From an optimization exercise on the open Yosys and OpenROAD flow, aimed at small area, a short achievable clock period and few clock cycles per item; shortcuts taken in it are not production practice.
RTL that was checked went through simulation tests only; none was proved equivalent to the original.
Power and IR drop assume default switching activity.

==> fjord <==
==> flow/design.v <==
module rhalo_narrow (
    input  wire        clk,
    input  wire        rst,
    input  wire        in_valid,
    output wire        in_ready,
    input  wire [31:0] in_data,
    input  wire [3:0]  cfg_src,
    input  wire [3:0]  cfg_dst,
    input  wire [1:0]  cfg_rnd,
    input  wire [7:0]  cfg_es,
    input  wire [31:0] cfg_seed,
    input  wire [63:0] cfg_index,
    output wire        out_valid,
    input  wire        out_ready,
    output wire [15:0] out_t,
    output wire [24:0] out_r,
    output wire        out_esat,
    output wire        out_last,
    output wire [4:0]  out_k,
    output wire [7:0]  out_et,
    output wire        out_esc,
    output wire        out_sat,
    output wire        out_err
);
    localparam integer NS = 34;              
    localparam [31:0]  HC = 32'h9E37_79B1;   
    function [31:0] lfsr_step32;
        input [31:0] s;
        integer i;
        reg [31:0] v;
        begin
            v = s;
            for (i = 0; i < 32; i = i + 1)
                v = {v[30:0], v[31] ^ v[21] ^ v[1] ^ v[0]};
            lfsr_step32 = v;
        end
    endfunction
    function [31:0] sext_elem;
        input [1:0]  fmt;
        input [31:0] d;
        begin
            case (fmt)
                2'd1:    sext_elem = {{24{d[7]}}, d[7:0]};
                2'd2:    sext_elem = {{16{d[15]}}, d[15:0]};
                default: sext_elem = d;
            endcase
        end
    endfunction
    function [23:0] wide_therm;
        input [31:0] x;
        integer j;
        reg [30:0] e;
        reg        acc;
        begin
            e   = x[30:0] ^ {31{x[31]}};
            acc = 1'b0;
            wide_therm = 24'd0;
            for (j = 31; j >= 8; j = j - 1) begin
                acc = acc | e[j-1];
                wide_therm[j-8] = acc;
            end
        end
    endfunction
    function [5:0] inc_slot;
        input [5:0] s;
        begin
            inc_slot = (s == NS - 1) ? 6'd0 : s + 6'd1;
        end
    endfunction
    reg  [32*NS-1:0] ring;
    wire [31:0] ring0  = ring[31:0];
    wire [31:0] ring1  = ring[63:32];
    wire [31:0] ring33 = ring[32*NS-1 -: 32];
    wire wr;                                  
    always @(posedge clk) begin
        ring[31:0]          <= ring33;
        ring[63:32]         <= wr ? in_data : ring0;
        ring[32*NS-1:64]    <= ring[32*NS-33:32];
    end
    reg [5:0] ph;         
    reg [5:0] head;       
    reg [5:0] tail;       
    reg [5:0] cnt;        
    reg [4:0] wi;         
    reg       ird;        
    reg       xfull;      
    wire rd;              
    assign in_ready = ird;
    assign wr = in_valid & ird;
    wire [4:0] wi_nx    = wr ? wi + 5'd1 : wi;
    wire       cnt33    = (cnt == 6'd33);
    wire       cnt34    = (cnt == 6'd34);
    wire       full_nx  = (cnt34 & ~rd) | (cnt33 & wr & ~rd);
    wire       xdone;                         
    wire       xfull_nx = (wr & (wi == 5'd0)) | (xfull & ~xdone);
    wire       ird_nx   = (wr | (ph == tail)) & ~full_nx &
                          ((wi_nx != 5'd0) | ~xfull_nx);
    always @(posedge clk) begin
        if (rst) begin
            ph   <= 6'd0;
            head <= NS - 1;
            tail <= NS - 1;
            cnt  <= 6'd0;
            wi   <= 5'd0;
            ird  <= 1'b1;
        end else begin
            ph   <= inc_slot(ph);
            if (rd) head <= inc_slot(head);
            if (wr) tail <= inc_slot(tail);
            cnt  <= cnt + {5'd0, wr} - {5'd0, rd};
            wi   <= wi_nx;
            ird  <= ird_nx;
        end
    end
    reg  [1:0]  l_src;
    reg         l_w16;
    reg         l_rnd;
    reg         l_err;
    reg  [7:0]  l_es;
    reg  [23:0] therm;
    reg         nw1, nw1_first, kc;
    wire cfg_bad = (cfg_src == 4'd0) || (cfg_src > 4'd3) ||
                   (cfg_dst == 4'd0) || (cfg_dst > 4'd3) ||
                   (cfg_dst >= cfg_src) || cfg_rnd[1];
    always @(posedge clk) begin
        if (wr && wi == 5'd0) begin
            l_src <= cfg_src[1:0];
            l_w16 <= cfg_dst[1];
            l_rnd <= cfg_rnd[0];
            l_err <= cfg_bad;
            l_es  <= cfg_es;
        end
    end
    wire [23:0] th_el = wide_therm(sext_elem(l_src, ring1));
    wire [23:0] th_f  = (nw1_first ? 24'd0 : therm) | th_el;
    always @(posedge clk) begin
        if (rst) begin
            nw1 <= 1'b0;
            kc  <= 1'b0;
        end else begin
            nw1 <= wr;
            kc  <= wr && (wi == 5'd31);
        end
        nw1_first <= (wi == 5'd0);
        if (nw1) therm <= th_f;
    end
    reg [4:0] kn;
    integer m;
    always @(*) begin
        kn = 5'd0;
        for (m = 1; m <= 24; m = m + 1)
            if (l_w16 ? (m <= 16 && th_f[m + 7]) : th_f[m - 1])
                kn = m[4:0];
    end
    wire signed [9:0] es_s   = {{2{l_es[7]}}, l_es};
    wire signed [9:0] es_pk  = es_s + $signed({5'd0, kn});
    wire              c_esc  = (es_pk > 10'sd127);
    wire [7:0]        k_esc  = 8'd127 - l_es;
    wire [4:0]        c_k    = c_esc ? k_esc[4:0] : kn;
    wire [7:0]        c_et   = l_es + {3'd0, c_k};
    reg       p_v;
    reg [1:0] p_src;  reg p_w16, p_rnd, p_err, p_esc;  reg [4:0] p_k;  reg [7:0] p_et;
    reg       r_v;
    reg [1:0] r_src;  reg r_w16, r_rnd, r_err, r_esc;  reg [4:0] r_k;  reg [7:0] r_et;
    reg [4:0] ri;
    wire r_done  = rd & (ri == 5'd31);
    wire r_load  = ~r_v | r_done;
    wire r_fromp = r_load & p_v;
    wire r_fromc = r_load & ~p_v & kc;
    always @(posedge clk) begin
        if (rst) begin
            p_v <= 1'b0;
            r_v <= 1'b0;
            ri  <= 5'd0;
        end else begin
            if (r_load) r_v <= p_v | kc;
            if (r_fromp) p_v <= kc;
            else if (kc && !r_fromc) p_v <= 1'b1;
            if (rd) ri <= ri + 5'd1;
        end
        if (kc && !r_fromc) begin
            p_src <= l_src; p_w16 <= l_w16; p_rnd <= l_rnd; p_err <= l_err;
            p_esc <= c_esc & ~l_err;
            p_k   <= l_err ? 5'd0 : c_k;
            p_et  <= l_err ? 8'd0 : c_et;
        end
        if (r_fromp) begin
            r_src <= p_src; r_w16 <= p_w16; r_rnd <= p_rnd; r_err <= p_err;
            r_esc <= p_esc; r_k <= p_k; r_et <= p_et;
        end else if (r_fromc) begin
            r_src <= l_src; r_w16 <= l_w16; r_rnd <= l_rnd; r_err <= l_err;
            r_esc <= c_esc & ~l_err;
            r_k   <= l_err ? 5'd0 : c_k;
            r_et  <= l_err ? 8'd0 : c_et;
        end
    end
    reg  [31:0] xs, xi, sd;
    reg  [3:0]  mstep;
    reg         sfull;
    wire        s_use;                        
    wire [31:0] dmul = (xi[31:30] == 2'd0) ? 32'd0 :
                       (xi[31:30] == 2'd1) ? HC :
                       (xi[31:30] == 2'd2) ? (HC << 1) : (HC * 32'd3);
    wire [31:0] hsum = ((mstep == 4'd0) ? 32'd0 : (sd << 2)) + dmul;
    wire [31:0] hfin = xs ^ hsum;
    wire        mgo  = xfull & ~sfull;
    assign xdone = mgo & (mstep == 4'd15);
    always @(posedge clk) begin
        if (rst) begin
            xfull <= 1'b0;
            sfull <= 1'b0;
            mstep <= 4'd0;
        end else begin
            xfull <= xfull_nx;
            if (xdone) sfull <= 1'b1;
            else if (s_use) sfull <= 1'b0;
            if (mgo) mstep <= mstep + 4'd1;
        end
        if (wr && wi == 5'd0) begin
            xs <= cfg_seed ^ cfg_index[63:32];
            xi <= cfg_index[31:0];
        end else if (mgo) begin
            xi <= xi << 2;
        end
        if (mgo)
            sd <= (mstep == 4'd15) ? ((hfin == 32'd0) ? 32'd1 : hfin) : hsum;
    end
    reg        ov;
    reg [31:0] lfsr;
    reg        sat_acc;
    wire first = (ri == 5'd0);
    wire elig  = r_v & (ph == head) & (~first | sfull);
    assign rd    = elig & (~ov | out_ready);
    assign s_use = rd & first;
    wire [31:0] ust = lfsr_step32(first ? sd : lfsr);
    wire [31:0] q    = sext_elem(r_src, ring33);
    wire [31:0] v    = $signed(q) >>> r_k;
    wire [23:0] mask = ~(24'hFFFFFF << r_k);
    wire [23:0] f    = q[23:0] & mask;
    wire [23:0] hm   = mask >> 1;
    wire        hb   = |(q[23:0] & (mask ^ hm));
    wire        stk  = |(q[23:0] & hm);
    wire        up_rne = hb & (stk | v[0]);
    wire        up_sto = (ust[23:0] & mask) < f;
    wire        up   = r_rnd ? up_sto : up_rne;
    wire signed [32:0] vr = $signed({v[31], v}) + $signed({32'd0, up});
    wire signed [32:0] hi = r_w16 ? 33'sd32767 : 33'sd127;
    wire signed [32:0] lo = r_w16 ? -33'sd32768 : -33'sd128;
    wire        ovh  = (vr > hi);
    wire        ovl  = (vr < lo);
    wire        esat = ovh | ovl;
    wire [15:0] t_c  = ovh ? hi[15:0] : ovl ? lo[15:0] : vr[15:0];
    wire        rneg = up & ~esat;
    wire [24:0] r_c  = {rneg, (f | (~mask & {24{rneg}}))};
    reg [15:0] o_t;
    reg [24:0] o_r;
    reg        o_esat, o_last, o_sat, o_esc, o_err;
    reg [4:0]  o_k;
    reg [7:0]  o_et;
    always @(posedge clk) begin
        if (rst) begin
            ov      <= 1'b0;
            sat_acc <= 1'b0;
        end else begin
            if (rd) ov <= 1'b1;
            else if (out_ready) ov <= 1'b0;
            if (rd) sat_acc <= (ri == 5'd31) ? 1'b0 : (sat_acc | (esat & ~r_err));
        end
        if (rd) begin
            lfsr   <= ust;
            o_t    <= r_err ? 16'd0 : t_c;
            o_r    <= (r_err | r_esc) ? 25'd0 : r_c;
            o_esat <= esat & ~r_err;
            o_last <= (ri == 5'd31);
            o_sat  <= (sat_acc | esat) & ~r_err;
            o_k    <= r_k;
            o_et   <= r_et;
            o_esc  <= r_esc;
            o_err  <= r_err;
        end
    end
    assign out_valid = ov;
    assign out_t     = o_t;
    assign out_r     = o_r;
    assign out_esat  = o_esat;
    assign out_last  = o_last;
    assign out_k     = o_k;
    assign out_et    = o_et;
    assign out_esc   = o_esc;
    assign out_sat   = o_sat;
    assign out_err   = o_err;
endmodule
==> flow/run.sh <==
#!/bin/bash
# synth_recipe.tcl (not shown) runs the flow's synth.tcl, then flattens the netlist and writes it again
# the make line also repeats each setting of config.mk as NAME=value (left out here)
make -C /OpenROAD-flow-scripts/flow DESIGN_CONFIG=/design/flow/config.mk WORK_HOME=/design/flow/orfs CLKGATE_MAP_FILE= SYNTH_SCRIPT=/design/flow/synth_recipe.tcl finish
==> flow/config.mk <==
export PLATFORM = sky130hd
export DESIGN_NAME = rhalo_narrow
export DESIGN_NICKNAME = rhalo_narrow
export VERILOG_FILES = /design/flow/design.v
export SDC_FILE = /design/flow/constraint.sdc
export NUM_CORES = 4
export LEC_CHECK = 0
export CAP_MARGIN = 20
export CORE_MARGIN = 2
export CORE_UTILIZATION = 40
export SLEW_MARGIN = 20
==> flow/constraint.sdc <==
create_clock -name core_clock -period 19.0 [get_ports {clk}]
set_input_delay 3.8000 -clock core_clock [delete_from_list [all_inputs] [get_ports {clk}]]
set_output_delay 3.8000 -clock core_clock [all_outputs]
set_load 0.01 [all_outputs]
==> inputs of umber, as changes to fjord <==
==> flow/design.v, changed modules only <==
module rhalo_narrow (
    input  wire        clk,
    input  wire        rst,
    input  wire        in_valid,
    output wire        in_ready,
    input  wire [31:0] in_data,
    input  wire [3:0]  cfg_src,
    input  wire [3:0]  cfg_dst,
    input  wire [1:0]  cfg_rnd,
    input  wire [7:0]  cfg_es,
    input  wire [31:0] cfg_seed,
    input  wire [63:0] cfg_index,
    output wire        out_valid,
    input  wire        out_ready,
    output wire [15:0] out_t,
    output wire [24:0] out_r,
    output wire        out_esat,
    output wire        out_last,
    output wire [4:0]  out_k,
    output wire [7:0]  out_et,
    output wire        out_esc,
    output wire        out_sat,
    output wire        out_err
);
    localparam integer NS = 34;              
    localparam [31:0]  HC = 32'h9E37_79B1;   
    function [31:0] lfsr_step32;
        input [31:0] s;
        integer i;
        reg [31:0] v;
        begin
            v = s;
            for (i = 0; i < 32; i = i + 1)
                v = {v[30:0], v[31] ^ v[21] ^ v[1] ^ v[0]};
            lfsr_step32 = v;
        end
    endfunction
    function [31:0] sext_elem;
        input [1:0]  fmt;
        input [31:0] d;
        begin
            case (fmt)
                2'd1:    sext_elem = {{24{d[7]}}, d[7:0]};
                2'd2:    sext_elem = {{16{d[15]}}, d[15:0]};
                default: sext_elem = d;
            endcase
        end
    endfunction
    function [23:0] wide_therm;
        input [31:0] x;
        integer j;
        reg [30:0] e;
        reg        acc;
        begin
            e   = x[30:0] ^ {31{x[31]}};
            acc = 1'b0;
            wide_therm = 24'd0;
            for (j = 31; j >= 8; j = j - 1) begin
                acc = acc | e[j-1];
                wide_therm[j-8] = acc;
            end
        end
    endfunction
    function [5:0] inc_slot;
        input [5:0] s;
        begin
            inc_slot = (s == NS - 1) ? 6'd0 : s + 6'd1;
        end
    endfunction
    reg  [32*NS-1:0] ring;
    wire [31:0] ring0  = ring[31:0];
    wire [31:0] ring1  = ring[63:32];
    wire [31:0] ring33 = ring[32*NS-1 -: 32];
    wire wr;                                  
    always @(posedge clk) begin
        ring[31:0]          <= ring33;
        ring[63:32]         <= wr ? in_data : ring0;
        ring[32*NS-1:64]    <= ring[32*NS-33:32];
    end
    reg [5:0] ph;         
    reg [5:0] head;       
    reg [5:0] tail;       
    reg [5:0] cnt;        
    reg [4:0] wi;         
    reg       ird;        
    reg       xfull;      
    wire rd;              
    reg  [4:0] ri;        
    assign in_ready = ird;
    assign wr = in_valid & ird;
    wire [4:0] wi_nx    = wr ? wi + 5'd1 : wi;
    wire       cnt33    = (cnt == 6'd33);
    wire       cnt34    = (cnt == 6'd34);
    wire       full_nx  = (cnt34 & ~rd) | (cnt33 & wr & ~rd);
    wire       xdone;                         
    wire       xfull_nx = (wr & (wi == 5'd0)) | (xfull & ~xdone);
    wire       ird_nx   = (wr | (ph == tail)) & ~full_nx &
                          ((wi_nx != 5'd0) | ~xfull_nx);
    always @(posedge clk) begin
        if (rst) begin
            ph   <= 6'd0;
            head <= NS - 1;
            tail <= NS - 1;
            cnt  <= 6'd0;
            wi   <= 5'd0;
            ird  <= 1'b1;
        end else begin
            ph   <= inc_slot(ph);
            if (rd) head <= inc_slot(head);
            if (wr) tail <= inc_slot(tail);
            cnt  <= cnt + {5'd0, wr} - {5'd0, rd};
            wi   <= wi_nx;
            ird  <= ird_nx;
        end
    end
    reg  [1:0]  l_src;
    reg         l_w16;
    reg         l_rnd;
    reg         l_err;
    reg  [7:0]  l_es;
    reg  [23:0] therm;
    reg         nw1, nw1_first, kc;
    wire cfg_bad = (cfg_src == 4'd0) || (cfg_src > 4'd3) ||
                   (cfg_dst == 4'd0) || (cfg_dst > 4'd3) ||
                   (cfg_dst >= cfg_src) || cfg_rnd[1];
    always @(posedge clk) begin
        if (wr && wi == 5'd0) begin
            l_src <= cfg_src[1:0];
            l_w16 <= cfg_dst[1];
            l_rnd <= cfg_rnd[0];
            l_err <= cfg_bad;
            l_es  <= cfg_es;
        end
    end
    wire [23:0] th_el = wide_therm(sext_elem(l_src, ring1));
    wire [23:0] th_f  = (nw1_first ? 24'd0 : therm) | th_el;
    always @(posedge clk) begin
        if (rst) begin
            nw1 <= 1'b0;
            kc  <= 1'b0;
        end else begin
            nw1 <= wr;
            kc  <= wr && (wi == 5'd31);
        end
        nw1_first <= (wi == 5'd0);
        if (nw1) therm <= th_f;
    end
    reg [4:0] kn;
    integer m;
    always @(*) begin
        kn = 5'd0;
        for (m = 1; m <= 24; m = m + 1)
            if (l_w16 ? (m <= 16 && th_f[m + 7]) : th_f[m - 1])
                kn = m[4:0];
    end
    wire signed [9:0] es_s   = {{2{l_es[7]}}, l_es};
    wire signed [9:0] es_pk  = es_s + $signed({5'd0, kn});
    wire              c_esc  = (es_pk > 10'sd127);
    wire [7:0]        k_esc  = 8'd127 - l_es;
    wire [4:0]        c_k    = c_esc ? k_esc[4:0] : kn;
    wire [7:0]        c_et   = l_es + {3'd0, c_k};
    reg       p_v;
    reg [1:0] p_src;  reg p_w16, p_rnd, p_err, p_esc;  reg [4:0] p_k;  reg [7:0] p_et;
    reg       r_v;
    reg [1:0] r_src;  reg r_w16, r_rnd, r_err, r_esc;  reg [4:0] r_k;  reg [7:0] r_et;
    wire r_done  = rd & (ri == 5'd31);
    wire r_load  = ~r_v | r_done;
    wire r_fromp = r_load & p_v;
    wire r_fromc = r_load & ~p_v & kc;
    always @(posedge clk) begin
        if (rst) begin
            p_v <= 1'b0;
            r_v <= 1'b0;
            ri  <= 5'd0;
        end else begin
            if (r_load) r_v <= p_v | kc;
            if (r_fromp) p_v <= kc;
            else if (kc && !r_fromc) p_v <= 1'b1;
            if (rd) ri <= ri + 5'd1;
        end
        if (kc && !r_fromc) begin
            p_src <= l_src; p_w16 <= l_w16; p_rnd <= l_rnd; p_err <= l_err;
            p_esc <= c_esc & ~l_err;
            p_k   <= l_err ? 5'd0 : c_k;
            p_et  <= l_err ? 8'd0 : c_et;
        end
        if (r_fromp) begin
            r_src <= p_src; r_w16 <= p_w16; r_rnd <= p_rnd; r_err <= p_err;
            r_esc <= p_esc; r_k <= p_k; r_et <= p_et;
        end else if (r_fromc) begin
            r_src <= l_src; r_w16 <= l_w16; r_rnd <= l_rnd; r_err <= l_err;
            r_esc <= c_esc & ~l_err;
            r_k   <= l_err ? 5'd0 : c_k;
            r_et  <= l_err ? 8'd0 : c_et;
        end
    end
    reg  [31:0] xs, xi, sd;
    reg  [3:0]  mstep;
    reg         sfull;
    wire [31:0] dmul = (xi[31:30] == 2'd0) ? 32'd0 :
                       (xi[31:30] == 2'd1) ? HC :
                       (xi[31:30] == 2'd2) ? (HC << 1) : (HC * 32'd3);
    wire [31:0] hsum = ((mstep == 4'd0) ? 32'd0 : (sd << 2)) + dmul;
    wire [31:0] hfin = xs ^ hsum;
    wire        mgo  = xfull & ~sfull;
    assign xdone = mgo & (mstep == 4'd15);
    always @(posedge clk) begin
        if (mgo)
            sd <= (mstep == 4'd15) ? ((hfin == 32'd0) ? 32'd1 : hfin) : hsum;
        if (wr && wi == 5'd0) begin
            xs <= cfg_seed ^ cfg_index[63:32];
            xi <= cfg_index[31:0];
        end else if (mgo) begin
            xi <= xi << 2;
        end
    end
    reg  [31:0] lfsr;
    reg         lv;
    wire last_rd = (ri == 5'd31);
    wire l_seed  = last_rd | ~lv;
    wire l_load  = (rd & (~last_rd | sfull)) | (~lv & sfull);
    wire s_use   = l_seed & sfull & (rd | ~lv);
    wire [31:0] l_next = lfsr_step32(l_seed ? sd : lfsr);
    always @(posedge clk) begin
        if (rst) begin
            xfull <= 1'b0;
            sfull <= 1'b0;
            mstep <= 4'd0;
            lv    <= 1'b0;
        end else begin
            xfull <= xfull_nx;
            if (xdone) sfull <= 1'b1;
            else if (s_use) sfull <= 1'b0;
            if (mgo) mstep <= mstep + 4'd1;
            if (l_load) lv <= 1'b1;
            else if (rd & last_rd) lv <= 1'b0;
        end
        if (l_load) lfsr <= l_next;
    end
    reg        ov;
    reg        sat_acc;
    wire elig  = r_v & (ph == head) & lv;
    assign rd  = elig & (~ov | out_ready);
    wire [31:0] q    = sext_elem(r_src, ring33);
    wire [31:0] v    = $signed(q) >>> r_k;
    wire [23:0] mask = ~(24'hFFFFFF << r_k);
    wire [23:0] f    = q[23:0] & mask;
    wire [23:0] hm   = mask >> 1;
    wire        hb   = |(q[23:0] & (mask ^ hm));
    wire        stk  = |(q[23:0] & hm);
    wire        up_rne = hb & (stk | v[0]);
    wire        up_sto = (lfsr[23:0] & mask) < f;
    wire        up   = r_rnd ? up_sto : up_rne;
    wire        sgn   = v[31];
    wire        fits  = r_w16 ? (v[31:15] == {17{sgn}}) : (v[31:7] == {25{sgn}});
    wire        lowhi = r_w16 ? (&v[14:0]) : (&v[6:0]);
    wire        is_lm = r_w16 ? (v[31:15] == 17'h1FFFE) : (v[31:7] == 25'h1FFFFFE);
    wire        ovh0  = ~sgn & ~fits;
    wire        ovl0  =  sgn & ~fits;
    wire        ovh1  = ~sgn & (~fits | lowhi);
    wire        ovl1  =  sgn & ~fits & ~(is_lm & lowhi);
    wire [15:0] hi16  = r_w16 ? 16'h7FFF : 16'h007F;
    wire [15:0] lo16  = r_w16 ? 16'h8000 : 16'hFF80;
    wire [15:0] t0    = ovh0 ? hi16 : ovl0 ? lo16 : v[15:0];
    wire [15:0] t1    = ovh1 ? hi16 : ovl1 ? lo16 : (v[15:0] + 16'd1);
    wire        es0   = ovh0 | ovl0;
    wire        es1   = ovh1 | ovl1;
    wire [15:0] t_c   = up ? t1 : t0;
    wire        esat  = up ? es1 : es0;
    wire        rneg  = up & ~es1;
    wire [24:0] r_c   = {rneg, (f | (~mask & {24{rneg}}))};
    reg [15:0] o_t;
    reg [24:0] o_r;
    reg        o_esat, o_last, o_sat, o_esc, o_err;
    reg [4:0]  o_k;
    reg [7:0]  o_et;
    always @(posedge clk) begin
        if (rst) begin
            ov      <= 1'b0;
            sat_acc <= 1'b0;
        end else begin
            if (rd) ov <= 1'b1;
            else if (out_ready) ov <= 1'b0;
            if (rd) sat_acc <= (ri == 5'd31) ? 1'b0 : (sat_acc | (esat & ~r_err));
        end
        if (rd) begin
            o_t    <= r_err ? 16'd0 : t_c;
            o_r    <= (r_err | r_esc) ? 25'd0 : r_c;
            o_esat <= esat & ~r_err;
            o_last <= (ri == 5'd31);
            o_sat  <= (sat_acc | esat) & ~r_err;
            o_k    <= r_k;
            o_et   <= r_et;
            o_esc  <= r_esc;
            o_err  <= r_err;
        end
    end
    assign out_valid = ov;
    assign out_t     = o_t;
    assign out_r     = o_r;
    assign out_esat  = o_esat;
    assign out_last  = o_last;
    assign out_k     = o_k;
    assign out_et    = o_et;
    assign out_esc   = o_esc;
    assign out_sat   = o_sat;
    assign out_err   = o_err;
endmodule
==> notes.md <==
| quantity | fjord | umber |
|---|---|---|
| Run status | complete, no violations | complete, no violations |
| Mapped Cells | 3620 | 3509 |
| P_int | 6120 uW | 5870 uW |
| Register-to-register setup slack | 8780 ps | 11100 ps |
| Sequential power | 3510 uW | 3650 uW |
| Multi-In Gates | 1989 | 1895 |
| Launch instance of the worst register-to-register path | ri[0] | l_src[0] |
| Worst slack, placed | 8880 ps | 11160 ps |
| Worst hold slack | 301 ps | 312 ps |
| Die X | 341 microns | 338 microns |
| Buffers, non-clock | 246 | 240 |
| Worst clock skew | 46.9 ps | 23.4 ps |
| Portion of netlist area occupied by mux cells | 2.12% | 3.47% |
| Share of total power in combinational logic | 28.7% | 21.8% |
Testbench counts of fjord, summed over its fixed seeds: cycles 65,808, items 2,048.
Function not checked in umber: the RTL went through the layout flow alone.

[what the ideal ports hide]
Ports are ideal in the flow. The routed layouts listed here were re-timed in OpenROAD.
Step 1 sets driving cells, clkbuf_16 on the clock port and buf_2 on the other inputs (assumed; they add their load-dependent delay and slew).
Step 2 times the ports against the registers' clock, not the clock port: input delays grow and output delays shrink by t, the midpoint of the rising clock arrivals with the driver on.
Slacks: ideal / step 1 / step 2; pairs: ideal / step 1.
| run | shift t [ns] | setup slack, ns | worst setup path after step 2 | worst slew at a driven data input, ns |
|---|---|---|---|---|
| fjord | 0.800 | 8.784 / 8.784 / 8.784 | register to register | 0.07 |
| umber | 0.792 | 11.103 / 11.103 / 11.103 | register to register | 0.08 |
After both steps setup and hold are still met in every run listed.
